This is an optimization exercise on Yosys and OpenROAD, whose aim is small area and a short achievable clock period, not a production implementation.
RTL that was checked went through simulation tests only; none was proved equivalent to the original.
Function not checked in run 1: the RTL went through the layout flow alone.

==> flow/design.v (outline; a module is shown in full before it is edited, if it fits) <==
// module ocosh_mdu: 1361 lines
module ocosh_mdu (
    input  wire        clk,
    input  wire        rst,
    input  wire        start,
    input  wire [4:0]  op,
    input  wire [31:0] a,
    input  wire [31:0] b,
    input  wire        ct,
    output wire        ready,
    output reg         done,
    output wire [31:0] result,
    output wire        dv,
    output wire        sat
);
  // ...
==> flow/flow/run.sh <==
#!/bin/bash
# Standard layout (the standard.sh, unchanged synthesis), with the port
# buffers made from sky130_fd_sc_hd__buf_4 instead of the cell buffer_ports
# picks by itself.
set -euo pipefail
export BUFFER_PORTS_ARGS="-buffer_cell sky130_fd_sc_hd__buf_4"
bash standard.sh > standard.log 2>&1
==> flow/standard.sh <==
#!/bin/bash
# synth_recipe.tcl (not shown) runs the flow's synth.tcl, then flattens the netlist and writes it again
# the make line also repeats each setting of config.mk as NAME=value (left out here)
make -C /OpenROAD-flow-scripts/flow DESIGN_CONFIG=/design/flow/config.mk WORK_HOME=/design/flow/orfs CLKGATE_MAP_FILE= SYNTH_SCRIPT=/design/flow/synth_recipe.tcl "${@:-finish}"
==> flow/config.mk <==
export PLATFORM = sky130hd
export DESIGN_NAME = ocosh_mdu
export DESIGN_NICKNAME = ocosh_mdu
export VERILOG_FILES = /design/flow/design.v
export SDC_FILE = /design/flow/constraint.sdc
export NUM_CORES = 4
export LEC_CHECK = 0
export ABC_AREA = 1
export CAP_MARGIN = 20
export CORE_MARGIN = 2
export CORE_UTILIZATION = 40
export SLEW_MARGIN = 20
==> flow/constraint.sdc <==
create_clock -name core_clock -period 11.0 [get_ports {clk}]
set_input_delay 2.2000 -clock core_clock [delete_from_list [all_inputs] [get_ports {clk}]]
set_output_delay 2.2000 -clock core_clock [all_outputs]
set_load 0.01 [all_outputs]
==> impl_table.tex, run 1 <==
\begin{tabular}{lr}
\hline
Metric & Value \\
\hline
\multicolumn{2}{l}{\textbf{Critical path}} \\
\quad WS Path Type & register to register \\
\quad Startpoint type of the worst setup path & register \\
\quad End of the worst register-to-register path & ph[27] \\
\multicolumn{2}{l}{\textbf{Cells and area}} \\
\quad Number of clock-tree buffers in the layout & 17 \\
\quad Dominant class by area & multi-input gates \\
\quad Core occupancy in the finished layout & 0.432 \\
\quad Most common library cell in the layout ignoring fill and taps & sky130\_fd\_sc\_hd\_\_nand2\_1 \\
\quad Post-layout net count & around 4900 \\
\quad \# fillers & 7974 \\
\quad Register bank with the most flops & ra \\
\quad Number of flip-flops under the largest register name & 33 \\
\quad Count of plain and timing-repair buffers & 174 \\
\multicolumn{2}{l}{\textbf{Route}} \\
\quad Drt drc & 0 \\
\quad Uppermost layer routed & met5 \\
\quad Drt via density & about 6 \\
\quad Final wirelength & 146 mm \\
\multicolumn{2}{l}{\textbf{Synthesis}} \\
\quad Library cell occupying the most area in the post-synthesis netlist & sky130\_fd\_sc\_hd\_\_nand2\_1 \\
\quad Adder-cell share of the synthesized area & 0.156 \\
\quad Area fraction of the dominant cell type after synthesis & 0.127 \\
\quad Most frequently used flop master after synthesis & sky130\_fd\_sc\_hd\_\_edfxtp\_1 \\
\quad Largest family of logic cells by synthesized area & compound AO/OA/AOI/OAI gates \\
\quad Register bit count reported by yosys & approximately 180 \\
\quad Number of enable flip-flop cells after synthesis & 106 \\
\multicolumn{2}{l}{\textbf{Clock tree}} \\
\quad Clock Tree Buf Depth & 2 \\
\quad CTS Hold Buffers Added & 0 \\
\quad Clock root buffer & sky130\_fd\_sc\_hd\_\_clkbuf\_16 \\
\quad Number of buffers added for setup after CTS & 0 \\
\multicolumn{2}{l}{\textbf{GRT}} \\
\quad First-pass GRT wire length & around 210 mm \\
\quad Global-route track usage on met1 & 0.473 \\
\multicolumn{2}{l}{\textbf{Status}} \\
\quad Result of the run & finished clean \\
\multicolumn{2}{l}{\textbf{Placement}} \\
\quad Cell area after placement & approximately 32000 um\^{}2 \\
\multicolumn{2}{l}{\textbf{Worst hold path}} \\
\quad Hold Path Cell Cnt & 2 \\
\multicolumn{2}{l}{\textbf{Floorplan}} \\
\quad Die extent in x & approximately 280 um \\
\quad Core Region & 74700 um\^{}2 \\
\quad Chip height & 279 um \\
\multicolumn{2}{l}{\textbf{STA}} \\
\quad Smallest setup slack after layout & 2960 ps \\
\quad Accumulated negative setup slack & 0 ps \\
\hline
\end{tabular}
==> run 2: changes to the inputs <==
--- a/flow/design.v
+++ b/flow/design.v
@@ -46,19 +46,19 @@
     wire h_shr  = op[2] & ~op[1] & ~op[0];
     wire h_shl  = op[2] & ~op[1] & op[0];
     wire h_sat  = op[2] & op[1];
     wire i_bs   = ~op[1];                  
     wire i_as   = ~(op[1] & ~op[0]);       
     wire i_ds   = i_div & ~op[0];          
     wire i_an   = i_ds & a[31];
     wire i_bn   = i_ds & b[31];
-    wire [31:0] adx = op[3] ? (b ^ {32{i_bn}}) : a;
-    wire [31:0] ady = (b ^ {32{op[0]}}) & {32{~op[3]}};
-    wire        adc = op[3] ? i_bn : op[0];
+    wire [31:0] adx = nrm ? (rb ^ {32{bn}}) : a;
+    wire [31:0] ady = (b ^ {32{op[0]}}) & {32{~nrm}};
+    wire        adc = nrm ? bn : op[0];
     wire [31:0] ad_a = adx;
     wire [31:0] ad_b = ady;
     wire ad_ci = adc;
     wire [31:0] ad_p = ad_a ^ ad_b;
     wire [31:0] ad_g = ad_a & ad_b;
     wire ad_G0 = ad_g[0] | (ad_p[0] & ad_ci);
     wire ad_G_1 = ad_g[1] | (ad_p[1] & ad_G0);
     wire ad_G_2 = ad_g[3] | (ad_p[3] & ad_g[2]);
@@ -190,17 +190,17 @@
     wire ad_G_128 = ad_G_110 | (ad_P_111 & ad_G_97);
     wire ad_G_129 = ad_G_112 | (ad_P_113 & ad_G_97);
     wire [31:0] ad_c = {ad_G_128, ad_G_127, ad_G_126, ad_G_125, ad_G_124, ad_G_123, ad_G_122, ad_G_121, ad_G_120, ad_G_119, ad_G_118, ad_G_117, ad_G_116, ad_G_115, ad_G_114, ad_G_97, ad_G_96, ad_G_95, ad_G_94, ad_G_93, ad_G_92, ad_G_91, ad_G_90, ad_G_65, ad_G_64, ad_G_63, ad_G_62, ad_G_33, ad_G_32, ad_G_1, ad_G0, ad_ci};
     wire [31:0] ad = ad_p ^ ad_c;
     wire ad_co = ad_G_129;
     wire        ad_ov = (adx[31] == ady[31]) & (ad[31] != adx[31]);
     wire [4:0]  s    = b[4:0];
     wire        s_nz = (s != 5'd0);
-    wire [31:0] sf_hi  = nrm ? rb : ((h_shr & s_nz) ? {32{a[31]}} : a);
+    wire [31:0] sf_hi  = nrm ? ad : ((h_shr & s_nz) ? {32{a[31]}} : a);
     wire [31:0] sf_lo  = (h_shr & ~nrm) ? a : 32'h0;
     wire [4:0]  sf_amt = nrm ? (d_diff[4:0] | 5'd1) : (h_shr ? (5'd0 - s) : s);
     wire [64:0] sf4 = sf_amt[4] ? {1'b0, sf_hi[15:0], sf_lo, 16'h0} : {1'b0, sf_hi, sf_lo};
     wire [64:0] sf3 = sf_amt[3] ? {sf4[56:0], 8'h0} : sf4;
     wire [64:0] sf2 = sf_amt[2] ? {sf3[60:0], 4'h0} : sf3;
     wire [64:0] sf1 = sf_amt[1] ? {sf2[62:0], 2'h0} : sf2;
     wire [64:0] sf0 = sf_amt[0] ? {sf1[63:0], 1'h0} : sf1;
     wire [32:0] shf = sf0[64:32];
@@ -988,158 +988,297 @@
     wire dd1_G_127 = dd1_G_108 | (dd1_P_109 & dd1_G_97);
     wire dd1_G_128 = dd1_G_110 | (dd1_P_111 & dd1_G_97);
     wire dd1_G_129 = dd1_G_112 | (dd1_P_113 & dd1_G_97);
     wire dd1_G_130 = dd1_g[32] | (dd1_p[32] & dd1_G_129);
     wire [32:0] dd1_c = {dd1_G_129, dd1_G_128, dd1_G_127, dd1_G_126, dd1_G_125, dd1_G_124, dd1_G_123, dd1_G_122, dd1_G_121, dd1_G_120, dd1_G_119, dd1_G_118, dd1_G_117, dd1_G_116, dd1_G_115, dd1_G_114, dd1_G_97, dd1_G_96, dd1_G_95, dd1_G_94, dd1_G_93, dd1_G_92, dd1_G_91, dd1_G_90, dd1_G_65, dd1_G_64, dd1_G_63, dd1_G_62, dd1_G_33, dd1_G_32, dd1_G_1, dd1_G0, dd1_ci};
     wire [32:0] dd1 = dd1_p ^ dd1_c;
     wire dd1_co = dd1_G_130;
     wire        dq1 = dd1_co;
-    wire [31:0] dr1 = dq1 ? dd1[31:0] : ph;
-    wire [32:0] dd2_a = {1'b0, dr1};
-    wire [32:0] dd2_b = ~{1'b0, ra[32:1]};
-    wire dd2_ci = 1'b1;
-    wire [32:0] dd2_p = dd2_a ^ dd2_b;
-    wire [32:0] dd2_g = dd2_a & dd2_b;
-    wire dd2_G0 = dd2_g[0] | (dd2_p[0] & dd2_ci);
-    wire dd2_G_1 = dd2_g[1] | (dd2_p[1] & dd2_G0);
-    wire dd2_G_2 = dd2_g[3] | (dd2_p[3] & dd2_g[2]);
-    wire dd2_P_3 = dd2_p[3] & dd2_p[2];
-    wire dd2_G_4 = dd2_g[5] | (dd2_p[5] & dd2_g[4]);
-    wire dd2_P_5 = dd2_p[5] & dd2_p[4];
-    wire dd2_G_6 = dd2_g[7] | (dd2_p[7] & dd2_g[6]);
-    wire dd2_P_7 = dd2_p[7] & dd2_p[6];
-    wire dd2_G_8 = dd2_g[9] | (dd2_p[9] & dd2_g[8]);
-    wire dd2_P_9 = dd2_p[9] & dd2_p[8];
-    wire dd2_G_10 = dd2_g[11] | (dd2_p[11] & dd2_g[10]);
-    wire dd2_P_11 = dd2_p[11] & dd2_p[10];
-    wire dd2_G_12 = dd2_g[13] | (dd2_p[13] & dd2_g[12]);
-    wire dd2_P_13 = dd2_p[13] & dd2_p[12];
-    wire dd2_G_14 = dd2_g[15] | (dd2_p[15] & dd2_g[14]);
-    wire dd2_P_15 = dd2_p[15] & dd2_p[14];
-    wire dd2_G_16 = dd2_g[17] | (dd2_p[17] & dd2_g[16]);
-    wire dd2_P_17 = dd2_p[17] & dd2_p[16];
-    wire dd2_G_18 = dd2_g[19] | (dd2_p[19] & dd2_g[18]);
-    wire dd2_P_19 = dd2_p[19] & dd2_p[18];
-    wire dd2_G_20 = dd2_g[21] | (dd2_p[21] & dd2_g[20]);
-    wire dd2_P_21 = dd2_p[21] & dd2_p[20];
-    wire dd2_G_22 = dd2_g[23] | (dd2_p[23] & dd2_g[22]);
-    wire dd2_P_23 = dd2_p[23] & dd2_p[22];
-    wire dd2_G_24 = dd2_g[25] | (dd2_p[25] & dd2_g[24]);
-    wire dd2_P_25 = dd2_p[25] & dd2_p[24];
-    wire dd2_G_26 = dd2_g[27] | (dd2_p[27] & dd2_g[26]);
-    wire dd2_P_27 = dd2_p[27] & dd2_p[26];
-    wire dd2_G_28 = dd2_g[29] | (dd2_p[29] & dd2_g[28]);
-    wire dd2_P_29 = dd2_p[29] & dd2_p[28];
-    wire dd2_G_30 = dd2_g[31] | (dd2_p[31] & dd2_g[30]);
-    wire dd2_P_31 = dd2_p[31] & dd2_p[30];
-    wire dd2_G_32 = dd2_g[2] | (dd2_p[2] & dd2_G_1);
-    wire dd2_G_33 = dd2_G_2 | (dd2_P_3 & dd2_G_1);
-    wire dd2_G_34 = dd2_g[6] | (dd2_p[6] & dd2_G_4);
-    wire dd2_P_35 = dd2_p[6] & dd2_P_5;
-    wire dd2_G_36 = dd2_G_6 | (dd2_P_7 & dd2_G_4);
-    wire dd2_P_37 = dd2_P_7 & dd2_P_5;
-    wire dd2_G_38 = dd2_g[10] | (dd2_p[10] & dd2_G_8);
-    wire dd2_P_39 = dd2_p[10] & dd2_P_9;
-    wire dd2_G_40 = dd2_G_10 | (dd2_P_11 & dd2_G_8);
-    wire dd2_P_41 = dd2_P_11 & dd2_P_9;
-    wire dd2_G_42 = dd2_g[14] | (dd2_p[14] & dd2_G_12);
-    wire dd2_P_43 = dd2_p[14] & dd2_P_13;
-    wire dd2_G_44 = dd2_G_14 | (dd2_P_15 & dd2_G_12);
-    wire dd2_P_45 = dd2_P_15 & dd2_P_13;
-    wire dd2_G_46 = dd2_g[18] | (dd2_p[18] & dd2_G_16);
-    wire dd2_P_47 = dd2_p[18] & dd2_P_17;
-    wire dd2_G_48 = dd2_G_18 | (dd2_P_19 & dd2_G_16);
-    wire dd2_P_49 = dd2_P_19 & dd2_P_17;
-    wire dd2_G_50 = dd2_g[22] | (dd2_p[22] & dd2_G_20);
-    wire dd2_P_51 = dd2_p[22] & dd2_P_21;
-    wire dd2_G_52 = dd2_G_22 | (dd2_P_23 & dd2_G_20);
-    wire dd2_P_53 = dd2_P_23 & dd2_P_21;
-    wire dd2_G_54 = dd2_g[26] | (dd2_p[26] & dd2_G_24);
-    wire dd2_P_55 = dd2_p[26] & dd2_P_25;
-    wire dd2_G_56 = dd2_G_26 | (dd2_P_27 & dd2_G_24);
-    wire dd2_P_57 = dd2_P_27 & dd2_P_25;
-    wire dd2_G_58 = dd2_g[30] | (dd2_p[30] & dd2_G_28);
-    wire dd2_P_59 = dd2_p[30] & dd2_P_29;
-    wire dd2_G_60 = dd2_G_30 | (dd2_P_31 & dd2_G_28);
-    wire dd2_P_61 = dd2_P_31 & dd2_P_29;
-    wire dd2_G_62 = dd2_g[4] | (dd2_p[4] & dd2_G_33);
-    wire dd2_G_63 = dd2_G_4 | (dd2_P_5 & dd2_G_33);
-    wire dd2_G_64 = dd2_G_34 | (dd2_P_35 & dd2_G_33);
-    wire dd2_G_65 = dd2_G_36 | (dd2_P_37 & dd2_G_33);
-    wire dd2_G_66 = dd2_g[12] | (dd2_p[12] & dd2_G_40);
-    wire dd2_P_67 = dd2_p[12] & dd2_P_41;
-    wire dd2_G_68 = dd2_G_12 | (dd2_P_13 & dd2_G_40);
-    wire dd2_P_69 = dd2_P_13 & dd2_P_41;
-    wire dd2_G_70 = dd2_G_42 | (dd2_P_43 & dd2_G_40);
-    wire dd2_P_71 = dd2_P_43 & dd2_P_41;
-    wire dd2_G_72 = dd2_G_44 | (dd2_P_45 & dd2_G_40);
-    wire dd2_P_73 = dd2_P_45 & dd2_P_41;
-    wire dd2_G_74 = dd2_g[20] | (dd2_p[20] & dd2_G_48);
-    wire dd2_P_75 = dd2_p[20] & dd2_P_49;
-    wire dd2_G_76 = dd2_G_20 | (dd2_P_21 & dd2_G_48);
-    wire dd2_P_77 = dd2_P_21 & dd2_P_49;
-    wire dd2_G_78 = dd2_G_50 | (dd2_P_51 & dd2_G_48);
-    wire dd2_P_79 = dd2_P_51 & dd2_P_49;
-    wire dd2_G_80 = dd2_G_52 | (dd2_P_53 & dd2_G_48);
-    wire dd2_P_81 = dd2_P_53 & dd2_P_49;
-    wire dd2_G_82 = dd2_g[28] | (dd2_p[28] & dd2_G_56);
-    wire dd2_P_83 = dd2_p[28] & dd2_P_57;
-    wire dd2_G_84 = dd2_G_28 | (dd2_P_29 & dd2_G_56);
-    wire dd2_P_85 = dd2_P_29 & dd2_P_57;
-    wire dd2_G_86 = dd2_G_58 | (dd2_P_59 & dd2_G_56);
-    wire dd2_P_87 = dd2_P_59 & dd2_P_57;
-    wire dd2_G_88 = dd2_G_60 | (dd2_P_61 & dd2_G_56);
-    wire dd2_P_89 = dd2_P_61 & dd2_P_57;
-    wire dd2_G_90 = dd2_g[8] | (dd2_p[8] & dd2_G_65);
-    wire dd2_G_91 = dd2_G_8 | (dd2_P_9 & dd2_G_65);
-    wire dd2_G_92 = dd2_G_38 | (dd2_P_39 & dd2_G_65);
-    wire dd2_G_93 = dd2_G_40 | (dd2_P_41 & dd2_G_65);
-    wire dd2_G_94 = dd2_G_66 | (dd2_P_67 & dd2_G_65);
-    wire dd2_G_95 = dd2_G_68 | (dd2_P_69 & dd2_G_65);
-    wire dd2_G_96 = dd2_G_70 | (dd2_P_71 & dd2_G_65);
-    wire dd2_G_97 = dd2_G_72 | (dd2_P_73 & dd2_G_65);
-    wire dd2_G_98 = dd2_g[24] | (dd2_p[24] & dd2_G_80);
-    wire dd2_P_99 = dd2_p[24] & dd2_P_81;
-    wire dd2_G_100 = dd2_G_24 | (dd2_P_25 & dd2_G_80);
-    wire dd2_P_101 = dd2_P_25 & dd2_P_81;
-    wire dd2_G_102 = dd2_G_54 | (dd2_P_55 & dd2_G_80);
-    wire dd2_P_103 = dd2_P_55 & dd2_P_81;
-    wire dd2_G_104 = dd2_G_56 | (dd2_P_57 & dd2_G_80);
-    wire dd2_P_105 = dd2_P_57 & dd2_P_81;
-    wire dd2_G_106 = dd2_G_82 | (dd2_P_83 & dd2_G_80);
-    wire dd2_P_107 = dd2_P_83 & dd2_P_81;
-    wire dd2_G_108 = dd2_G_84 | (dd2_P_85 & dd2_G_80);
-    wire dd2_P_109 = dd2_P_85 & dd2_P_81;
-    wire dd2_G_110 = dd2_G_86 | (dd2_P_87 & dd2_G_80);
-    wire dd2_P_111 = dd2_P_87 & dd2_P_81;
-    wire dd2_G_112 = dd2_G_88 | (dd2_P_89 & dd2_G_80);
-    wire dd2_P_113 = dd2_P_89 & dd2_P_81;
-    wire dd2_G_114 = dd2_g[16] | (dd2_p[16] & dd2_G_97);
-    wire dd2_G_115 = dd2_G_16 | (dd2_P_17 & dd2_G_97);
-    wire dd2_G_116 = dd2_G_46 | (dd2_P_47 & dd2_G_97);
-    wire dd2_G_117 = dd2_G_48 | (dd2_P_49 & dd2_G_97);
-    wire dd2_G_118 = dd2_G_74 | (dd2_P_75 & dd2_G_97);
-    wire dd2_G_119 = dd2_G_76 | (dd2_P_77 & dd2_G_97);
-    wire dd2_G_120 = dd2_G_78 | (dd2_P_79 & dd2_G_97);
-    wire dd2_G_121 = dd2_G_80 | (dd2_P_81 & dd2_G_97);
-    wire dd2_G_122 = dd2_G_98 | (dd2_P_99 & dd2_G_97);
-    wire dd2_G_123 = dd2_G_100 | (dd2_P_101 & dd2_G_97);
-    wire dd2_G_124 = dd2_G_102 | (dd2_P_103 & dd2_G_97);
-    wire dd2_G_125 = dd2_G_104 | (dd2_P_105 & dd2_G_97);
-    wire dd2_G_126 = dd2_G_106 | (dd2_P_107 & dd2_G_97);
-    wire dd2_G_127 = dd2_G_108 | (dd2_P_109 & dd2_G_97);
-    wire dd2_G_128 = dd2_G_110 | (dd2_P_111 & dd2_G_97);
-    wire dd2_G_129 = dd2_G_112 | (dd2_P_113 & dd2_G_97);
-    wire dd2_G_130 = dd2_g[32] | (dd2_p[32] & dd2_G_129);
-    wire [32:0] dd2_c = {dd2_G_129, dd2_G_128, dd2_G_127, dd2_G_126, dd2_G_125, dd2_G_124, dd2_G_123, dd2_G_122, dd2_G_121, dd2_G_120, dd2_G_119, dd2_G_118, dd2_G_117, dd2_G_116, dd2_G_115, dd2_G_114, dd2_G_97, dd2_G_96, dd2_G_95, dd2_G_94, dd2_G_93, dd2_G_92, dd2_G_91, dd2_G_90, dd2_G_65, dd2_G_64, dd2_G_63, dd2_G_62, dd2_G_33, dd2_G_32, dd2_G_1, dd2_G0, dd2_ci};
-    wire [32:0] dd2 = dd2_p ^ dd2_c;
-    wire dd2_co = dd2_G_130;
-    wire        dq2 = dd2_co;
-    wire [31:0] dr2 = dq2 ? dd2[31:0] : dr1;
+    wire [32:0] dda_a = {1'b0, dd1[31:0]};
+    wire [32:0] dda_b = ~{1'b0, ra[32:1]};
+    wire dda_ci = 1'b1;
+    wire [32:0] dda_p = dda_a ^ dda_b;
+    wire [32:0] dda_g = dda_a & dda_b;
+    wire dda_G0 = dda_g[0] | (dda_p[0] & dda_ci);
+    wire dda_G_1 = dda_g[1] | (dda_p[1] & dda_G0);
+    wire dda_G_2 = dda_g[3] | (dda_p[3] & dda_g[2]);
+    wire dda_P_3 = dda_p[3] & dda_p[2];
+    wire dda_G_4 = dda_g[5] | (dda_p[5] & dda_g[4]);
+    wire dda_P_5 = dda_p[5] & dda_p[4];
+    wire dda_G_6 = dda_g[7] | (dda_p[7] & dda_g[6]);
+    wire dda_P_7 = dda_p[7] & dda_p[6];
+    wire dda_G_8 = dda_g[9] | (dda_p[9] & dda_g[8]);
+    wire dda_P_9 = dda_p[9] & dda_p[8];
+    wire dda_G_10 = dda_g[11] | (dda_p[11] & dda_g[10]);
+    wire dda_P_11 = dda_p[11] & dda_p[10];
+    wire dda_G_12 = dda_g[13] | (dda_p[13] & dda_g[12]);
+    wire dda_P_13 = dda_p[13] & dda_p[12];
+    wire dda_G_14 = dda_g[15] | (dda_p[15] & dda_g[14]);
+    wire dda_P_15 = dda_p[15] & dda_p[14];
+    wire dda_G_16 = dda_g[17] | (dda_p[17] & dda_g[16]);
+    wire dda_P_17 = dda_p[17] & dda_p[16];
+    wire dda_G_18 = dda_g[19] | (dda_p[19] & dda_g[18]);
+    wire dda_P_19 = dda_p[19] & dda_p[18];
+    wire dda_G_20 = dda_g[21] | (dda_p[21] & dda_g[20]);
+    wire dda_P_21 = dda_p[21] & dda_p[20];
+    wire dda_G_22 = dda_g[23] | (dda_p[23] & dda_g[22]);
+    wire dda_P_23 = dda_p[23] & dda_p[22];
+    wire dda_G_24 = dda_g[25] | (dda_p[25] & dda_g[24]);
+    wire dda_P_25 = dda_p[25] & dda_p[24];
+    wire dda_G_26 = dda_g[27] | (dda_p[27] & dda_g[26]);
+    wire dda_P_27 = dda_p[27] & dda_p[26];
+    wire dda_G_28 = dda_g[29] | (dda_p[29] & dda_g[28]);
+    wire dda_P_29 = dda_p[29] & dda_p[28];
+    wire dda_G_30 = dda_g[31] | (dda_p[31] & dda_g[30]);
+    wire dda_P_31 = dda_p[31] & dda_p[30];
+    wire dda_G_32 = dda_g[2] | (dda_p[2] & dda_G_1);
+    wire dda_G_33 = dda_G_2 | (dda_P_3 & dda_G_1);
+    wire dda_G_34 = dda_g[6] | (dda_p[6] & dda_G_4);
+    wire dda_P_35 = dda_p[6] & dda_P_5;
+    wire dda_G_36 = dda_G_6 | (dda_P_7 & dda_G_4);
+    wire dda_P_37 = dda_P_7 & dda_P_5;
+    wire dda_G_38 = dda_g[10] | (dda_p[10] & dda_G_8);
+    wire dda_P_39 = dda_p[10] & dda_P_9;
+    wire dda_G_40 = dda_G_10 | (dda_P_11 & dda_G_8);
+    wire dda_P_41 = dda_P_11 & dda_P_9;
+    wire dda_G_42 = dda_g[14] | (dda_p[14] & dda_G_12);
+    wire dda_P_43 = dda_p[14] & dda_P_13;
+    wire dda_G_44 = dda_G_14 | (dda_P_15 & dda_G_12);
+    wire dda_P_45 = dda_P_15 & dda_P_13;
+    wire dda_G_46 = dda_g[18] | (dda_p[18] & dda_G_16);
+    wire dda_P_47 = dda_p[18] & dda_P_17;
+    wire dda_G_48 = dda_G_18 | (dda_P_19 & dda_G_16);
+    wire dda_P_49 = dda_P_19 & dda_P_17;
+    wire dda_G_50 = dda_g[22] | (dda_p[22] & dda_G_20);
+    wire dda_P_51 = dda_p[22] & dda_P_21;
+    wire dda_G_52 = dda_G_22 | (dda_P_23 & dda_G_20);
+    wire dda_P_53 = dda_P_23 & dda_P_21;
+    wire dda_G_54 = dda_g[26] | (dda_p[26] & dda_G_24);
+    wire dda_P_55 = dda_p[26] & dda_P_25;
+    wire dda_G_56 = dda_G_26 | (dda_P_27 & dda_G_24);
+    wire dda_P_57 = dda_P_27 & dda_P_25;
+    wire dda_G_58 = dda_g[30] | (dda_p[30] & dda_G_28);
+    wire dda_P_59 = dda_p[30] & dda_P_29;
+    wire dda_G_60 = dda_G_30 | (dda_P_31 & dda_G_28);
+    wire dda_P_61 = dda_P_31 & dda_P_29;
+    wire dda_G_62 = dda_g[4] | (dda_p[4] & dda_G_33);
+    wire dda_G_63 = dda_G_4 | (dda_P_5 & dda_G_33);
+    wire dda_G_64 = dda_G_34 | (dda_P_35 & dda_G_33);
+    wire dda_G_65 = dda_G_36 | (dda_P_37 & dda_G_33);
+    wire dda_G_66 = dda_g[12] | (dda_p[12] & dda_G_40);
+    wire dda_P_67 = dda_p[12] & dda_P_41;
+    wire dda_G_68 = dda_G_12 | (dda_P_13 & dda_G_40);
+    wire dda_P_69 = dda_P_13 & dda_P_41;
+    wire dda_G_70 = dda_G_42 | (dda_P_43 & dda_G_40);
+    wire dda_P_71 = dda_P_43 & dda_P_41;
+    wire dda_G_72 = dda_G_44 | (dda_P_45 & dda_G_40);
+    wire dda_P_73 = dda_P_45 & dda_P_41;
+    wire dda_G_74 = dda_g[20] | (dda_p[20] & dda_G_48);
+    wire dda_P_75 = dda_p[20] & dda_P_49;
+    wire dda_G_76 = dda_G_20 | (dda_P_21 & dda_G_48);
+    wire dda_P_77 = dda_P_21 & dda_P_49;
+    wire dda_G_78 = dda_G_50 | (dda_P_51 & dda_G_48);
+    wire dda_P_79 = dda_P_51 & dda_P_49;
+    wire dda_G_80 = dda_G_52 | (dda_P_53 & dda_G_48);
+    wire dda_P_81 = dda_P_53 & dda_P_49;
+    wire dda_G_82 = dda_g[28] | (dda_p[28] & dda_G_56);
+    wire dda_P_83 = dda_p[28] & dda_P_57;
+    wire dda_G_84 = dda_G_28 | (dda_P_29 & dda_G_56);
+    wire dda_P_85 = dda_P_29 & dda_P_57;
+    wire dda_G_86 = dda_G_58 | (dda_P_59 & dda_G_56);
+    wire dda_P_87 = dda_P_59 & dda_P_57;
+    wire dda_G_88 = dda_G_60 | (dda_P_61 & dda_G_56);
+    wire dda_P_89 = dda_P_61 & dda_P_57;
+    wire dda_G_90 = dda_g[8] | (dda_p[8] & dda_G_65);
+    wire dda_G_91 = dda_G_8 | (dda_P_9 & dda_G_65);
+    wire dda_G_92 = dda_G_38 | (dda_P_39 & dda_G_65);
+    wire dda_G_93 = dda_G_40 | (dda_P_41 & dda_G_65);
+    wire dda_G_94 = dda_G_66 | (dda_P_67 & dda_G_65);
+    wire dda_G_95 = dda_G_68 | (dda_P_69 & dda_G_65);
+    wire dda_G_96 = dda_G_70 | (dda_P_71 & dda_G_65);
+    wire dda_G_97 = dda_G_72 | (dda_P_73 & dda_G_65);
+    wire dda_G_98 = dda_g[24] | (dda_p[24] & dda_G_80);
+    wire dda_P_99 = dda_p[24] & dda_P_81;
+    wire dda_G_100 = dda_G_24 | (dda_P_25 & dda_G_80);
+    wire dda_P_101 = dda_P_25 & dda_P_81;
+    wire dda_G_102 = dda_G_54 | (dda_P_55 & dda_G_80);
+    wire dda_P_103 = dda_P_55 & dda_P_81;
+    wire dda_G_104 = dda_G_56 | (dda_P_57 & dda_G_80);
+    wire dda_P_105 = dda_P_57 & dda_P_81;
+    wire dda_G_106 = dda_G_82 | (dda_P_83 & dda_G_80);
+    wire dda_P_107 = dda_P_83 & dda_P_81;
+    wire dda_G_108 = dda_G_84 | (dda_P_85 & dda_G_80);
+    wire dda_P_109 = dda_P_85 & dda_P_81;
+    wire dda_G_110 = dda_G_86 | (dda_P_87 & dda_G_80);
+    wire dda_P_111 = dda_P_87 & dda_P_81;
+    wire dda_G_112 = dda_G_88 | (dda_P_89 & dda_G_80);
+    wire dda_P_113 = dda_P_89 & dda_P_81;
+    wire dda_G_114 = dda_g[16] | (dda_p[16] & dda_G_97);
+    wire dda_G_115 = dda_G_16 | (dda_P_17 & dda_G_97);
+    wire dda_G_116 = dda_G_46 | (dda_P_47 & dda_G_97);
+    wire dda_G_117 = dda_G_48 | (dda_P_49 & dda_G_97);
+    wire dda_G_118 = dda_G_74 | (dda_P_75 & dda_G_97);
+    wire dda_G_119 = dda_G_76 | (dda_P_77 & dda_G_97);
+    wire dda_G_120 = dda_G_78 | (dda_P_79 & dda_G_97);
+    wire dda_G_121 = dda_G_80 | (dda_P_81 & dda_G_97);
+    wire dda_G_122 = dda_G_98 | (dda_P_99 & dda_G_97);
+    wire dda_G_123 = dda_G_100 | (dda_P_101 & dda_G_97);
+    wire dda_G_124 = dda_G_102 | (dda_P_103 & dda_G_97);
+    wire dda_G_125 = dda_G_104 | (dda_P_105 & dda_G_97);
+    wire dda_G_126 = dda_G_106 | (dda_P_107 & dda_G_97);
+    wire dda_G_127 = dda_G_108 | (dda_P_109 & dda_G_97);
+    wire dda_G_128 = dda_G_110 | (dda_P_111 & dda_G_97);
+    wire dda_G_129 = dda_G_112 | (dda_P_113 & dda_G_97);
+    wire dda_G_130 = dda_g[32] | (dda_p[32] & dda_G_129);
+    wire [32:0] dda_c = {dda_G_129, dda_G_128, dda_G_127, dda_G_126, dda_G_125, dda_G_124, dda_G_123, dda_G_122, dda_G_121, dda_G_120, dda_G_119, dda_G_118, dda_G_117, dda_G_116, dda_G_115, dda_G_114, dda_G_97, dda_G_96, dda_G_95, dda_G_94, dda_G_93, dda_G_92, dda_G_91, dda_G_90, dda_G_65, dda_G_64, dda_G_63, dda_G_62, dda_G_33, dda_G_32, dda_G_1, dda_G0, dda_ci};
+    wire [32:0] dda = dda_p ^ dda_c;
+    wire dda_co = dda_G_130;
+    wire [32:0] ddb_a = {1'b0, ph};
+    wire [32:0] ddb_b = ~{1'b0, ra[32:1]};
+    wire ddb_ci = 1'b1;
+    wire [32:0] ddb_p = ddb_a ^ ddb_b;
+    wire [32:0] ddb_g = ddb_a & ddb_b;
+    wire ddb_G0 = ddb_g[0] | (ddb_p[0] & ddb_ci);
+    wire ddb_G_1 = ddb_g[1] | (ddb_p[1] & ddb_G0);
+    wire ddb_G_2 = ddb_g[3] | (ddb_p[3] & ddb_g[2]);
+    wire ddb_P_3 = ddb_p[3] & ddb_p[2];
+    wire ddb_G_4 = ddb_g[5] | (ddb_p[5] & ddb_g[4]);
+    wire ddb_P_5 = ddb_p[5] & ddb_p[4];
+    wire ddb_G_6 = ddb_g[7] | (ddb_p[7] & ddb_g[6]);
+    wire ddb_P_7 = ddb_p[7] & ddb_p[6];
+    wire ddb_G_8 = ddb_g[9] | (ddb_p[9] & ddb_g[8]);
+    wire ddb_P_9 = ddb_p[9] & ddb_p[8];
+    wire ddb_G_10 = ddb_g[11] | (ddb_p[11] & ddb_g[10]);
+    wire ddb_P_11 = ddb_p[11] & ddb_p[10];
+    wire ddb_G_12 = ddb_g[13] | (ddb_p[13] & ddb_g[12]);
+    wire ddb_P_13 = ddb_p[13] & ddb_p[12];
+    wire ddb_G_14 = ddb_g[15] | (ddb_p[15] & ddb_g[14]);
+    wire ddb_P_15 = ddb_p[15] & ddb_p[14];
+    wire ddb_G_16 = ddb_g[17] | (ddb_p[17] & ddb_g[16]);
+    wire ddb_P_17 = ddb_p[17] & ddb_p[16];
+    wire ddb_G_18 = ddb_g[19] | (ddb_p[19] & ddb_g[18]);
+    wire ddb_P_19 = ddb_p[19] & ddb_p[18];
+    wire ddb_G_20 = ddb_g[21] | (ddb_p[21] & ddb_g[20]);
+    wire ddb_P_21 = ddb_p[21] & ddb_p[20];
+    wire ddb_G_22 = ddb_g[23] | (ddb_p[23] & ddb_g[22]);
+    wire ddb_P_23 = ddb_p[23] & ddb_p[22];
+    wire ddb_G_24 = ddb_g[25] | (ddb_p[25] & ddb_g[24]);
+    wire ddb_P_25 = ddb_p[25] & ddb_p[24];
+    wire ddb_G_26 = ddb_g[27] | (ddb_p[27] & ddb_g[26]);
+    wire ddb_P_27 = ddb_p[27] & ddb_p[26];
+    wire ddb_G_28 = ddb_g[29] | (ddb_p[29] & ddb_g[28]);
+    wire ddb_P_29 = ddb_p[29] & ddb_p[28];
+    wire ddb_G_30 = ddb_g[31] | (ddb_p[31] & ddb_g[30]);
+    wire ddb_P_31 = ddb_p[31] & ddb_p[30];
+    wire ddb_G_32 = ddb_g[2] | (ddb_p[2] & ddb_G_1);
+    wire ddb_G_33 = ddb_G_2 | (ddb_P_3 & ddb_G_1);
+    wire ddb_G_34 = ddb_g[6] | (ddb_p[6] & ddb_G_4);
+    wire ddb_P_35 = ddb_p[6] & ddb_P_5;
+    wire ddb_G_36 = ddb_G_6 | (ddb_P_7 & ddb_G_4);
+    wire ddb_P_37 = ddb_P_7 & ddb_P_5;
+    wire ddb_G_38 = ddb_g[10] | (ddb_p[10] & ddb_G_8);
+    wire ddb_P_39 = ddb_p[10] & ddb_P_9;
+    wire ddb_G_40 = ddb_G_10 | (ddb_P_11 & ddb_G_8);
+    wire ddb_P_41 = ddb_P_11 & ddb_P_9;
+    wire ddb_G_42 = ddb_g[14] | (ddb_p[14] & ddb_G_12);
+    wire ddb_P_43 = ddb_p[14] & ddb_P_13;
+    wire ddb_G_44 = ddb_G_14 | (ddb_P_15 & ddb_G_12);
+    wire ddb_P_45 = ddb_P_15 & ddb_P_13;
+    wire ddb_G_46 = ddb_g[18] | (ddb_p[18] & ddb_G_16);
+    wire ddb_P_47 = ddb_p[18] & ddb_P_17;
+    wire ddb_G_48 = ddb_G_18 | (ddb_P_19 & ddb_G_16);
+    wire ddb_P_49 = ddb_P_19 & ddb_P_17;
+    wire ddb_G_50 = ddb_g[22] | (ddb_p[22] & ddb_G_20);
+    wire ddb_P_51 = ddb_p[22] & ddb_P_21;
+    wire ddb_G_52 = ddb_G_22 | (ddb_P_23 & ddb_G_20);
+    wire ddb_P_53 = ddb_P_23 & ddb_P_21;
+    wire ddb_G_54 = ddb_g[26] | (ddb_p[26] & ddb_G_24);
+    wire ddb_P_55 = ddb_p[26] & ddb_P_25;
+    wire ddb_G_56 = ddb_G_26 | (ddb_P_27 & ddb_G_24);
+    wire ddb_P_57 = ddb_P_27 & ddb_P_25;
+    wire ddb_G_58 = ddb_g[30] | (ddb_p[30] & ddb_G_28);
+    wire ddb_P_59 = ddb_p[30] & ddb_P_29;
+    wire ddb_G_60 = ddb_G_30 | (ddb_P_31 & ddb_G_28);
+    wire ddb_P_61 = ddb_P_31 & ddb_P_29;
+    wire ddb_G_62 = ddb_g[4] | (ddb_p[4] & ddb_G_33);
+    wire ddb_G_63 = ddb_G_4 | (ddb_P_5 & ddb_G_33);
+    wire ddb_G_64 = ddb_G_34 | (ddb_P_35 & ddb_G_33);
+    wire ddb_G_65 = ddb_G_36 | (ddb_P_37 & ddb_G_33);
+    wire ddb_G_66 = ddb_g[12] | (ddb_p[12] & ddb_G_40);
+    wire ddb_P_67 = ddb_p[12] & ddb_P_41;
+    wire ddb_G_68 = ddb_G_12 | (ddb_P_13 & ddb_G_40);
+    wire ddb_P_69 = ddb_P_13 & ddb_P_41;
+    wire ddb_G_70 = ddb_G_42 | (ddb_P_43 & ddb_G_40);
+    wire ddb_P_71 = ddb_P_43 & ddb_P_41;
+    wire ddb_G_72 = ddb_G_44 | (ddb_P_45 & ddb_G_40);
+    wire ddb_P_73 = ddb_P_45 & ddb_P_41;
+    wire ddb_G_74 = ddb_g[20] | (ddb_p[20] & ddb_G_48);
+    wire ddb_P_75 = ddb_p[20] & ddb_P_49;
+    wire ddb_G_76 = ddb_G_20 | (ddb_P_21 & ddb_G_48);
+    wire ddb_P_77 = ddb_P_21 & ddb_P_49;
+    wire ddb_G_78 = ddb_G_50 | (ddb_P_51 & ddb_G_48);
+    wire ddb_P_79 = ddb_P_51 & ddb_P_49;
+    wire ddb_G_80 = ddb_G_52 | (ddb_P_53 & ddb_G_48);
+    wire ddb_P_81 = ddb_P_53 & ddb_P_49;
+    wire ddb_G_82 = ddb_g[28] | (ddb_p[28] & ddb_G_56);
+    wire ddb_P_83 = ddb_p[28] & ddb_P_57;
+    wire ddb_G_84 = ddb_G_28 | (ddb_P_29 & ddb_G_56);
+    wire ddb_P_85 = ddb_P_29 & ddb_P_57;
+    wire ddb_G_86 = ddb_G_58 | (ddb_P_59 & ddb_G_56);
+    wire ddb_P_87 = ddb_P_59 & ddb_P_57;
+    wire ddb_G_88 = ddb_G_60 | (ddb_P_61 & ddb_G_56);
+    wire ddb_P_89 = ddb_P_61 & ddb_P_57;
+    wire ddb_G_90 = ddb_g[8] | (ddb_p[8] & ddb_G_65);
+    wire ddb_G_91 = ddb_G_8 | (ddb_P_9 & ddb_G_65);
+    wire ddb_G_92 = ddb_G_38 | (ddb_P_39 & ddb_G_65);
+    wire ddb_G_93 = ddb_G_40 | (ddb_P_41 & ddb_G_65);
+    wire ddb_G_94 = ddb_G_66 | (ddb_P_67 & ddb_G_65);
+    wire ddb_G_95 = ddb_G_68 | (ddb_P_69 & ddb_G_65);
+    wire ddb_G_96 = ddb_G_70 | (ddb_P_71 & ddb_G_65);
+    wire ddb_G_97 = ddb_G_72 | (ddb_P_73 & ddb_G_65);
+    wire ddb_G_98 = ddb_g[24] | (ddb_p[24] & ddb_G_80);
+    wire ddb_P_99 = ddb_p[24] & ddb_P_81;
+    wire ddb_G_100 = ddb_G_24 | (ddb_P_25 & ddb_G_80);
+    wire ddb_P_101 = ddb_P_25 & ddb_P_81;
+    wire ddb_G_102 = ddb_G_54 | (ddb_P_55 & ddb_G_80);
+    wire ddb_P_103 = ddb_P_55 & ddb_P_81;
+    wire ddb_G_104 = ddb_G_56 | (ddb_P_57 & ddb_G_80);
+    wire ddb_P_105 = ddb_P_57 & ddb_P_81;
+    wire ddb_G_106 = ddb_G_82 | (ddb_P_83 & ddb_G_80);
+    wire ddb_P_107 = ddb_P_83 & ddb_P_81;
+    wire ddb_G_108 = ddb_G_84 | (ddb_P_85 & ddb_G_80);
+    wire ddb_P_109 = ddb_P_85 & ddb_P_81;
+    wire ddb_G_110 = ddb_G_86 | (ddb_P_87 & ddb_G_80);
+    wire ddb_P_111 = ddb_P_87 & ddb_P_81;
+    wire ddb_G_112 = ddb_G_88 | (ddb_P_89 & ddb_G_80);
+    wire ddb_P_113 = ddb_P_89 & ddb_P_81;
+    wire ddb_G_114 = ddb_g[16] | (ddb_p[16] & ddb_G_97);
+    wire ddb_G_115 = ddb_G_16 | (ddb_P_17 & ddb_G_97);
+    wire ddb_G_116 = ddb_G_46 | (ddb_P_47 & ddb_G_97);
+    wire ddb_G_117 = ddb_G_48 | (ddb_P_49 & ddb_G_97);
+    wire ddb_G_118 = ddb_G_74 | (ddb_P_75 & ddb_G_97);
+    wire ddb_G_119 = ddb_G_76 | (ddb_P_77 & ddb_G_97);
+    wire ddb_G_120 = ddb_G_78 | (ddb_P_79 & ddb_G_97);
+    wire ddb_G_121 = ddb_G_80 | (ddb_P_81 & ddb_G_97);
+    wire ddb_G_122 = ddb_G_98 | (ddb_P_99 & ddb_G_97);
+    wire ddb_G_123 = ddb_G_100 | (ddb_P_101 & ddb_G_97);
+    wire ddb_G_124 = ddb_G_102 | (ddb_P_103 & ddb_G_97);
+    wire ddb_G_125 = ddb_G_104 | (ddb_P_105 & ddb_G_97);
+    wire ddb_G_126 = ddb_G_106 | (ddb_P_107 & ddb_G_97);
+    wire ddb_G_127 = ddb_G_108 | (ddb_P_109 & ddb_G_97);
+    wire ddb_G_128 = ddb_G_110 | (ddb_P_111 & ddb_G_97);
+    wire ddb_G_129 = ddb_G_112 | (ddb_P_113 & ddb_G_97);
+    wire ddb_G_130 = ddb_g[32] | (ddb_p[32] & ddb_G_129);
+    wire [32:0] ddb_c = {ddb_G_129, ddb_G_128, ddb_G_127, ddb_G_126, ddb_G_125, ddb_G_124, ddb_G_123, ddb_G_122, ddb_G_121, ddb_G_120, ddb_G_119, ddb_G_118, ddb_G_117, ddb_G_116, ddb_G_115, ddb_G_114, ddb_G_97, ddb_G_96, ddb_G_95, ddb_G_94, ddb_G_93, ddb_G_92, ddb_G_91, ddb_G_90, ddb_G_65, ddb_G_64, ddb_G_63, ddb_G_62, ddb_G_33, ddb_G_32, ddb_G_1, ddb_G0, ddb_ci};
+    wire [32:0] ddb = ddb_p ^ ddb_c;
+    wire ddb_co = ddb_G_130;
+    wire        dq2 = dq1 ? dda_co : ddb_co;
+    wire [31:0] dr2 = dq1 ? (dda_co ? dda[31:0] : dd1[31:0]) :
+                            (ddb_co ? ddb[31:0] : ph);
     wire mul_step = o_mul & (cnt != 5'd0);
     wire div_step = sact;
     wire        q_tie = ~|pl[30:0];
     wire        q_sat = o_q & ~ph[31] & ph[30];
     wire [31:0] o_x = (o_q ? {ph[30:0], pl[31] & ~q_tie} : o_lo ? pl : ph) ^ {32{neg}};
     wire        o_c = neg | rup;
     wire [31:0] osum_a = o_x;
     wire [31:0] osum_b = 32'h0;
@@ -1332,17 +1471,17 @@
             dvf   <= i_div & d_dv;
         end else if (nrm) begin
             neg <= dquo ? (neg ^ bn) : neg;
             o_lo <= dquo ^ dvf;
         end
     end
     always @(posedge clk) begin
         if (accept)
-            rb <= i_mul ? b_al : ad;         
+            rb <= i_mul ? b_al : b;
         else
             rb <= {rb[23:0], 8'h0};
     end
     always @(posedge clk) begin
         if (mul_step) begin
             ph <= acc_next[63:32];
             pl <= acc_next[31:0];
         end else if (div_step) begin
==> run 2 against run 1 <==
  * Still clean
  * Synthesized cell count up 5.8%
  * Maximum frequency up 8.4%
  * First-iteration DRC count up 4.7%
  * Largest cell class unchanged
  * Highest routed layer is now met4
==> impl_table.tex, run 2 <==
\begin{tabular}{lr}
\hline
Metric & Value \\
\hline
\multicolumn{2}{l}{\textbf{Synthesis}} \\
\quad Sequential element share of the synthesized area & 0.145 \\
\quad Most frequently used flop master after synthesis & sky130\_fd\_sc\_hd\_\_edfxtp\_1 \\
\quad Ys Warns & 1 \\
\quad Most repeated cell in the gate-level netlist after synthesis & sky130\_fd\_sc\_hd\_\_nand2\_1 \\
\quad List of most frequent post-synthesis cells & 1051 x sky130\_fd\_sc\_hd\_\_nand2\_1, 575 x sky130\_fd\_sc\_hd\_\_inv\_1, 416 x sky130\_fd\_sc\_hd\_\_o21ai\_0 \\
\quad Register bit count reported by yosys & 178 (unchanged) \\
\quad Largest family of logic cells by synthesized area & simple AND/OR/NAND/NOR gates \\
\quad Basic-gate share of the synthesized area counting and, or, nand and nor cells & 0.248 \\
\quad Post-Synthesis Cells & 4913 \\
\quad Mux contribution to synthesized area & 0.00125 \\
\quad Adder-cell share of the synthesized area & 0.163 (+0.00693) \\
\quad Number of enable flip-flop cells after synthesis & 106 (unchanged) \\
\quad Count of cell types in the netlist & 77 \\
\quad Mean post-synth cell area & around 6.5 um\^{}2 \\
\quad Synthesized-area fraction occupied by xor and xnor cells & 0.108 \\
\quad Syn nets & between 5000 and 6000 \\
\quad Proportion of synthesized flip-flops having asynchronous set or reset & 0 \\
\quad Top post-synthesis cells by area & sky130\_fd\_sc\_hd\_\_nand2\_1 12\%, sky130\_fd\_sc\_hd\_\_edfxtp\_1 10\%, sky130\_fd\_sc\_hd\_\_xor2\_1 9.2\% \\
\quad Compound-cell area share of the yosys netlist & 0.221 \\
\quad Post-synthesis cell area & 31900 um\^{}2 \\
\quad Area fraction of the dominant cell type after synthesis & 0.123 (-0.00325) \\
\quad Library cell occupying the most area in the post-synthesis netlist & sky130\_fd\_sc\_hd\_\_nand2\_1 \\
\multicolumn{2}{l}{\textbf{Floorplan}} \\
\quad Die extent in x & 287 um (+2.7\%) \\
\quad Chip height & 287 um (+2.7\%) \\
\quad Number of placed I/O pins & between 100 and 150 \\
\quad Starting density of the core & 0.404 \\
\quad Number of rows in the core area & roughly 100 \\
\quad Core Region & 79000 um\^{}2 (+5.8\%) \\
\quad Die ar. & 82100 um\^{}2 \\
\multicolumn{2}{l}{\textbf{Route}} \\
\quad Drt drc & 0 (unchanged) \\
\quad M1 WL & 59.4 mm \\
\quad DR pass1 iterations & 6 \\
\quad Uppermost layer routed & met4 \\
\quad WL per Instance & 25.2 um \\
\quad Drt via density & 6.01 (-1.9\%) \\
\quad Wire length on met3 & 14.8 mm \\
\quad Total via count in the routed design & 35400 \\
\quad Final wirelength & 148 mm (+1.2\%) \\
\quad Detailed Route Iter0 Violations & 5056 \\
\quad ANT nets after route & 0 \\
\quad Metal2 WL & 64.0 mm \\
\multicolumn{2}{l}{\textbf{STA}} \\
\quad Number of setup violations in the final report & 0 \\
\quad Minimum clock period & between 7000 and 8000 ps \\
\quad Portion of the clock cycle consumed by the worst path in the final layout & 0.674 \\
\quad Smallest setup slack after layout & 3580 ps (+620 ps) \\
\quad Fin. max-slew vios & 0 \\
\quad Relative slew slack & 0.210 \\
\quad Final hold viol count & 0 \\
\quad Setup repair after global routing missed its margin & false \\
\quad Post-route clock skew & 42.1 ps \\
\quad Accumulated negative setup slack & 0 ps (unchanged) \\
\quad Actual slew at the worst max-slew pin & 1170 ps \\
\quad Max Fclk & 135 MHz \\
\multicolumn{2}{l}{\textbf{Placement}} \\
\quad Cell area after placement & 33300 um\^{}2 (+5.4\%) \\
\quad Global placement routability congestion & 1.04 \\
\quad Detail Placement HPWL & 113 mm \\
\quad Worst setup timing slack at the placement stage & 3460 ps \\
\quad Count of buffers from port buffering & 108 \\
\multicolumn{2}{l}{\textbf{GRT}} \\
\quad Largest net degree at the start of global routing & 97 \\
\quad Via count of the first global-routing pass & 32600 \\
\quad Total grt overflow & 0 \\
\quad Total global routing track utilization & 0.354 \\
\quad Initial antenna violation count & 2 \\
\quad First-pass GRT wire length & 217 mm (+3.2\%) \\
\multicolumn{2}{l}{\textbf{Cells and area}} \\
\quad Core occupancy in the finished layout & 0.429 (-0.00245) \\
\quad Fraction of final layout cells sized beyond drive strength 1 & 0.0624 \\
\quad Register bank with the most flops & ra \\
\quad Highest-count cells in the layout ignoring fill and taps & 1049 x sky130\_fd\_sc\_hd\_\_nand2\_1, 574 x sky130\_fd\_sc\_hd\_\_inv\_1, 416 x sky130\_fd\_sc\_hd\_\_o21ai\_0 \\
\quad Most common library cell in the layout ignoring fill and taps & sky130\_fd\_sc\_hd\_\_nand2\_1 \\
\quad Number of flip-flops under the largest register name & 33 (unchanged) \\
\quad Final design instance area without fill & 33900 um\^{}2 \\
\quad Layout overhead on the synthesized area & 6.15\% \\
\quad Post-layout net count & 5239 (+6.4\%) \\
\multicolumn{2}{l}{\textbf{Critical path}} \\
\quad Delay of the slowest critical-path stage & 990 ps \\
\quad Crit end category & register \\
\quad Worst path required time & 11260 ps \\
\quad Critical path buffer and inverter count & 8 \\
\quad Startpoint type of the worst setup path & register \\
\quad Data arrival time of the critical path & $\sim$7700 ps \\
\quad Standard cell with the maximum stage delay on the critical path & sky130\_fd\_sc\_hd\_\_clkinv\_1 \\
\quad Largest driver fanout on the critical path & 47 \\
\quad Top cell by count, worst path & sky130\_fd\_sc\_hd\_\_nand2\_1 \\
\quad Family of cells with the greatest summed delay on the critical path & simple AND/OR/NAND/NOR gates \\
\quad WS Path Type & register to register \\
\multicolumn{2}{l}{\textbf{Clock tree}} \\
\quad CTS clock-pin slew for the worst setup and hold paths & 80 ps \\
\quad Number of H-tree levels & 4 \\
\quad Resized cells post-CTS & 0 \\
\quad Clock Tree Buf Depth & 2 (unchanged) \\
\quad Number of buffers added for setup after CTS & 0 (unchanged) \\
\quad Clk\_lat worst skew & 540 ps \\
\quad Number of clock buffers inserted by TritonCTS & 17 \\
\quad TritonCTS clock tree & done \\
\quad Clock root buffer & sky130\_fd\_sc\_hd\_\_clkbuf\_16 \\
\quad Sink count of the clock tree & approximately 180 \\
\quad CTS Hold Buffers Added & 0 (unchanged) \\
\multicolumn{2}{l}{\textbf{Worst hold path}} \\
\quad HP Class & register to register \\
\multicolumn{2}{l}{\textbf{Status}} \\
\quad Result of the run & finished clean \\
\multicolumn{2}{l}{\textbf{Flow run}} \\
\quad Count of maximum capacitance violations & 0 \\
\hline
\end{tabular}
[run 2: cell types whose count changed after synthesis, moves of 13 or more]
cell | previous run | this run
sky130_fd_sc_hd__nand2_1 | 1021 | 1051
sky130_fd_sc_hd__ha_1 | 190 | 221
sky130_fd_sc_hd__inv_1 | 506 | 575
sky130_fd_sc_hd__inv_2 | 18 | 34
sky130_fd_sc_hd__clkbuf_1 | 208 | 171
sky130_fd_sc_hd__a21oi_1 | 270 | 348
sky130_fd_sc_hd__nand3_1 | 163 | 348
sky130_fd_sc_hd__nand4_1 | 50 | 37
sky130_fd_sc_hd__a221oi_1 | 14 | 37
sky130_fd_sc_hd__o21ai_0 | 548 | 416
[run 2: worst register-to-register path, delay by kind of cell (launching register included)]
kind	cells	cell delay, ps
fa+ha+maj	2	820
buf+inv	8	2300
compound gates	5	1290
flops	1	380
simple gates	22	2420
[run 2: cell type report]
| cell class | count | area, um^2 |
|---|---|---|
| fill | 8467 | 45100 |
| multi-input combinational | 3826 | 23700 |
| sequential | 178 | 4630 |
| inverter | 641 | 2410 |
| tap | 1050 | 1310 |
| timing repair buffer | 159 | 1190 |
| clock buffer | 18 | 450 |
| clock inverter | 14 | 176 |
| antenna | 1 | 2.50 |
[run 2: logic make-up after synthesis]
family / after synthesis
AO/OA/AOI/OAI: 1228
XOR/XNOR: 394
adder cells (fa/ha/maj): 343
buffers and inverters: 909
flip-flops: 178
multiplexers: 4
AND/OR/NAND/NOR: 1857
[run 2: worst paths after layout]
| path | start | to | slack [ps] | cells past startpoint |
|---|---|---|---|---|
| max | ra[2] | ph[6] | 3580 | 37 |
| min | rb[4] | rb[12] | 480 | 2 |
| max reg2reg | ra[2] | ph[6] | 3580 | 37 |
| min reg2reg | rb[4] | rb[12] | 480 | 2 |
[run 2: stage by stage]
| stage | hold slack (ps) | std cells |
|---|---|---|
| floorplan | 447 | 4913 |
| global placement | 463 | 5854 |
| detailed placement | 463 | 5854 |
| CTS | 475 | 5886 |
| global route | 499 | 5886 |
| finish | 478 | 5887 |
[run 2: metal layers]
metal / track usage / vias up
met5: 0 / -
met3: 0.0607 / 417
li1: - / 16300
met1: 0.465 / 16600
met4: 0.205 / 0
met2: 0.547 / 2109
==> run 3: changes to the inputs <==
--- a/flow/config.mk
+++ b/flow/config.mk
@@ -8,5 +8,6 @@
 export ABC_AREA = 1
 export CAP_MARGIN = 20
 export CORE_MARGIN = 2
-export CORE_UTILIZATION = 40
+export CORE_UTILIZATION = 25
+export PLACE_DENSITY = 0.38
 export SLEW_MARGIN = 20
==> run 3 against run 2 <==
  * Still clean on timing, DRC and antenna
  * First-iteration DRC count fell by 33%
  * Final area rose by 2.2%
  * Worst hold slack hardly changed
  * Synthesized cell count did not move
  * Via count shrank 2.0%
  * Final cell count grew 10%
  * Register-to-register slack lost 110 ps
  * Die area rose by 59%
  * Synthesized area stayed put
  * Critical path type unchanged
  * Largest cell class unchanged
  * Highest routed layer is now met5
==> impl_table.tex, run 3 <==
\begin{tabular}{lr}
\hline
Metric & Value \\
\hline
\multicolumn{2}{l}{\textbf{Status}} \\
\quad Result of the run & finished clean \\
\multicolumn{2}{l}{\textbf{Placement}} \\
\quad Worst setup timing slack at the placement stage & 3250 ps (-207 ps) \\
\quad Post-placement cell count & 6472 (+11\%) \\
\quad Detail Placement HPWL & 134 mm (+18\%) \\
\quad Count of buffers from port buffering & 108 (unchanged) \\
\quad Global placement routability congestion & 0.943 (-9.4\%) \\
\multicolumn{2}{l}{\textbf{GRT}} \\
\quad Initial antenna violation count & 5 (+3) \\
\quad Largest net degree at the start of global routing & 82 (-15\%) \\
\quad Total global routing track utilization & 0.256 (-0.0981) \\
\quad First-pass GRT wire length & 244 mm (+12\%) \\
\quad Total grt overflow & 0 (unchanged) \\
\quad Via count of the first global-routing pass & 33400 (+2.4\%) \\
\multicolumn{2}{l}{\textbf{STA}} \\
\quad Minimum clock period & 7530 ps (+108 ps) \\
\quad Post-route clock skew & 26.2 ps (-16.0 ps) \\
\quad Max Fclk & 133 MHz (-1.4\%) \\
\quad Setup repair after global routing missed its margin & false \\
\quad Relative slew slack & 0.285 (+0.0745) \\
\quad Smallest setup slack after layout & 3470 ps (-108 ps) \\
\quad Number of setup violations in the final report & 0 (unchanged) \\
\quad Accumulated negative setup slack & 0 ps (unchanged) \\
\quad Portion of the clock cycle consumed by the worst path in the final layout & 0.684 (+0.00982) \\
\quad Final hold viol count & 0 (unchanged) \\
\quad Actual slew at the worst max-slew pin & 1060 ps (-111 ps) \\
\quad Fin. max-slew vios & 0 (unchanged) \\
\multicolumn{2}{l}{\textbf{Synthesis}} \\
\quad Area fraction of the dominant cell type after synthesis & 0.123 (unchanged) \\
\quad Ys Warns & 1 (unchanged) \\
\quad Count of cell types in the netlist & 77 (unchanged) \\
\quad Proportion of synthesized flip-flops having asynchronous set or reset & 0 (unchanged) \\
\quad Mean post-synth cell area & 6.50 um\^{}2 (unchanged) \\
\quad Post-Synthesis Cells & 4913 (unchanged) \\
\quad Number of enable flip-flop cells after synthesis & 106 (unchanged) \\
\quad Post-synthesis cell area & 31900 um\^{}2 (unchanged) \\
\quad Register bit count reported by yosys & 178 (unchanged) \\
\quad Top post-synthesis cells by area & sky130\_fd\_sc\_hd\_\_nand2\_1 12\%, sky130\_fd\_sc\_hd\_\_edfxtp\_1 10\%, sky130\_fd\_sc\_hd\_\_xor2\_1 9.2\% \\
\quad List of most frequent post-synthesis cells & 1051 x sky130\_fd\_sc\_hd\_\_nand2\_1, 575 x sky130\_fd\_sc\_hd\_\_inv\_1, 416 x sky130\_fd\_sc\_hd\_\_o21ai\_0 \\
\quad Library cell occupying the most area in the post-synthesis netlist & sky130\_fd\_sc\_hd\_\_nand2\_1 \\
\quad Most repeated cell in the gate-level netlist after synthesis & sky130\_fd\_sc\_hd\_\_nand2\_1 \\
\quad Most frequently used flop master after synthesis & sky130\_fd\_sc\_hd\_\_edfxtp\_1 \\
\quad Sequential element share of the synthesized area & 0.145 (unchanged) \\
\quad Syn nets & 5329 (unchanged) \\
\multicolumn{2}{l}{\textbf{Route}} \\
\quad Drt via density & 5.33 (-11\%) \\
\quad WL per Instance & 26.2 um (+4.1\%) \\
\quad Total via count in the routed design & 34700 (-2.0\%) \\
\quad Final wirelength & 170 mm (+15\%) \\
\quad ANT nets after route & 0 (unchanged) \\
\quad DR pass1 iterations & 5 (-1) \\
\quad Drt drc & 0 (unchanged) \\
\quad Detailed Route Iter0 Violations & 3405 (-33\%) \\
\multicolumn{2}{l}{\textbf{Critical path}} \\
\quad Standard cell with the maximum stage delay on the critical path & sky130\_fd\_sc\_hd\_\_clkinv\_1 \\
\quad Crit end category & register \\
\quad Largest driver fanout on the critical path & 47 (unchanged) \\
\quad Worst path required time & 11300 ps (+40 ps) \\
\quad WS Path Type & register to register \\
\quad Data arrival time of the critical path & 7830 ps (+150 ps) \\
\quad Family of cells with the greatest summed delay on the critical path & simple AND/OR/NAND/NOR gates \\
\quad Delay of the slowest critical-path stage & 1000 ps (about the same) \\
\quad Critical path buffer and inverter count & 8 (unchanged) \\
\quad Worst setup slack for register-to-register paths & 3470 ps (-110 ps) \\
\quad Startpoint type of the worst setup path & register \\
\quad Top cell by count, worst path & sky130\_fd\_sc\_hd\_\_nand2\_1 \\
\multicolumn{2}{l}{\textbf{Worst hold path}} \\
\quad HP Class & register to register \\
\multicolumn{2}{l}{\textbf{Cells and area}} \\
\quad Layout overhead on the synthesized area & 8.53\% \\
\quad Fraction of final layout cells sized beyond drive strength 1 & 0.0640 (+0.00157) \\
\quad Number of flip-flops under the largest register name & 33 (unchanged) \\
\quad Core occupancy in the finished layout & 0.273 (-0.157) \\
\quad Post-layout net count & 5245 (+0.11\%) \\
\quad \# fillers & 14500 (+71\%) \\
\quad Highest-count cells in the layout ignoring fill and taps & 1048 x sky130\_fd\_sc\_hd\_\_nand2\_1, 574 x sky130\_fd\_sc\_hd\_\_inv\_1, 416 x sky130\_fd\_sc\_hd\_\_o21ai\_0 \\
\quad Register bank with the most flops & ra \\
\quad Non-filler instance count after layout & 6504 (+10\%) \\
\quad Number of diodes & 0 (-1) \\
\quad Most common library cell in the layout ignoring fill and taps & sky130\_fd\_sc\_hd\_\_nand2\_1 \\
\multicolumn{2}{l}{\textbf{Clock tree}} \\
\quad TritonCTS clock tree & done \\
\quad Sink count of the clock tree & 178 (unchanged) \\
\quad Number of buffers added for setup after CTS & 0 (unchanged) \\
\quad Clock root buffer & sky130\_fd\_sc\_hd\_\_clkbuf\_16 \\
\quad Resized cells post-CTS & 0 (unchanged) \\
\quad Clock Tree Buf Depth & 2 (unchanged) \\
\quad Number of H-tree levels & 4 (unchanged) \\
\quad Number of clock buffers inserted by TritonCTS & 17 (unchanged) \\
\quad CTS Hold Buffers Added & 0 (unchanged) \\
\quad Clk\_lat worst skew & 570 ps (+30 ps) \\
\quad CTS clock-pin slew for the worst setup and hold paths & 100 ps (+20 ps) \\
\multicolumn{2}{l}{\textbf{Floorplan}} \\
\quad Number of rows in the core area & 131 (+27\%) \\
\quad Chip height & 361 um (+26\%) \\
\quad Starting density of the core & 0.251 (-0.153) \\
\quad Number of placed I/O pins & 109 (unchanged) \\
\quad Die extent in x & 361 um (+26\%) \\
\quad Core Region & 127000 um\^{}2 (+61\%) \\
\quad Die ar. & 131000 um\^{}2 (+59\%) \\
\multicolumn{2}{l}{\textbf{Flow run}} \\
\quad Count of maximum capacitance violations & 0 (unchanged) \\
\hline
\end{tabular}
run 3: changes by cell type in the layout (fill, tap and decap cells not counted), sizes merged:
cell,delta
diode,-1
inv,-2
buf,+6
clkinvlp,+2
run 3: path summary, 6_finish.rpt:
kind                                to  start  depth (start not counted)
worst max-delay path            ph[11]  ra[3]                         38
worst min-delay path            rb[14]  rb[6]                          2
worst max register to register  ph[11]  ra[3]                         38
worst min register to register  rb[14]  rb[6]                          2
run 3: routing by layer:
| metal | part of all wire | track usage |
|---|---|---|
| met5 | 0.000065 | 0 |
| met4 | 0.044 | 0.104 |
| met3 | 0.054 | 0.0288 |
| met2 | 0.45 | 0.408 |
| met1 | 0.46 | 0.350 |
run 3: tightest hold or removal path, stage by stage, from the launching register on:
cell and delay, ps:
sky130_fd_sc_hd__dfxtp_1 300, sky130_fd_sc_hd__inv_1 70, sky130_fd_sc_hd__a21oi_1 60
run 3: final cells by class:
type | instances | area, um^2 | share of cell area
clock buffer | 18 | 429 | 0.0124
clock inverter | 14 | 144 | 0.00415
inverter | 641 | 2410 | 0.0694
multi-input combinational | 3826 | 23700 | 0.685
sequential | 178 | 4630 | 0.134
tap | 1662 | 2080 | 0.0600
timing repair buffer | 165 | 1240 | 0.0357
run 3: metrics by stage:
step	hold WS, ps	area (um^2)
2_1_floorplan	447	31900
3_3_place_gp	470	34100
3_5_place_dp	468	34100
4_1_cts	480	34700
5_1_grt	515	34700
6_report	478	34700
run 3: kinds of logic (layout without fill, tap and decap cells):
logic type                 count (synthesis)  in the layout  share of synthesized area
buffers and inverters                    909            838                      0.113
DFF                                      178            178                      0.145
xor gates and xnor gates                 394            394                      0.108
adders and majority gates                343            343                      0.163
muxes                                      4              4                    0.00125
AOI/OAI and AO/OA                       1228           1228                      0.221
and+or+nand+nor                         1857           1857                      0.248

==> afterwards: timing with drivers on the ports <==
The results above use ideal ports. As a check the final layouts listed here were re-extracted and re-timed, cells and wires unchanged. Step 1, drivers: a clkbuf_16 drives clk and a buf_2 each remaining input, both assumed. Step 2 adds t to the input delays and takes it off the output delays; t is the mean of the earliest and latest rising clock arrival at the registers after step 1. Input paths then give back, and output paths get back, about the clock's delay inside the block. Three values: ideal ports, drivers, drivers and shift; two values: the first two.
run	shift t [ns]	setup slack, ns	worst data-port slew with drivers (ns)
run 1	0.576	2.961 / 2.961 / 2.510	0.05
run 2	0.583	3.581 / 3.581 / 3.328	0.07
run 3	0.631	3.473 / 3.473 / 3.177	0.06
After both steps setup and hold are still met in every run listed. For run 1, which loses most, drivers alone change the setup slack by 0.000 ns; drivers and shift together by -0.451 ns.
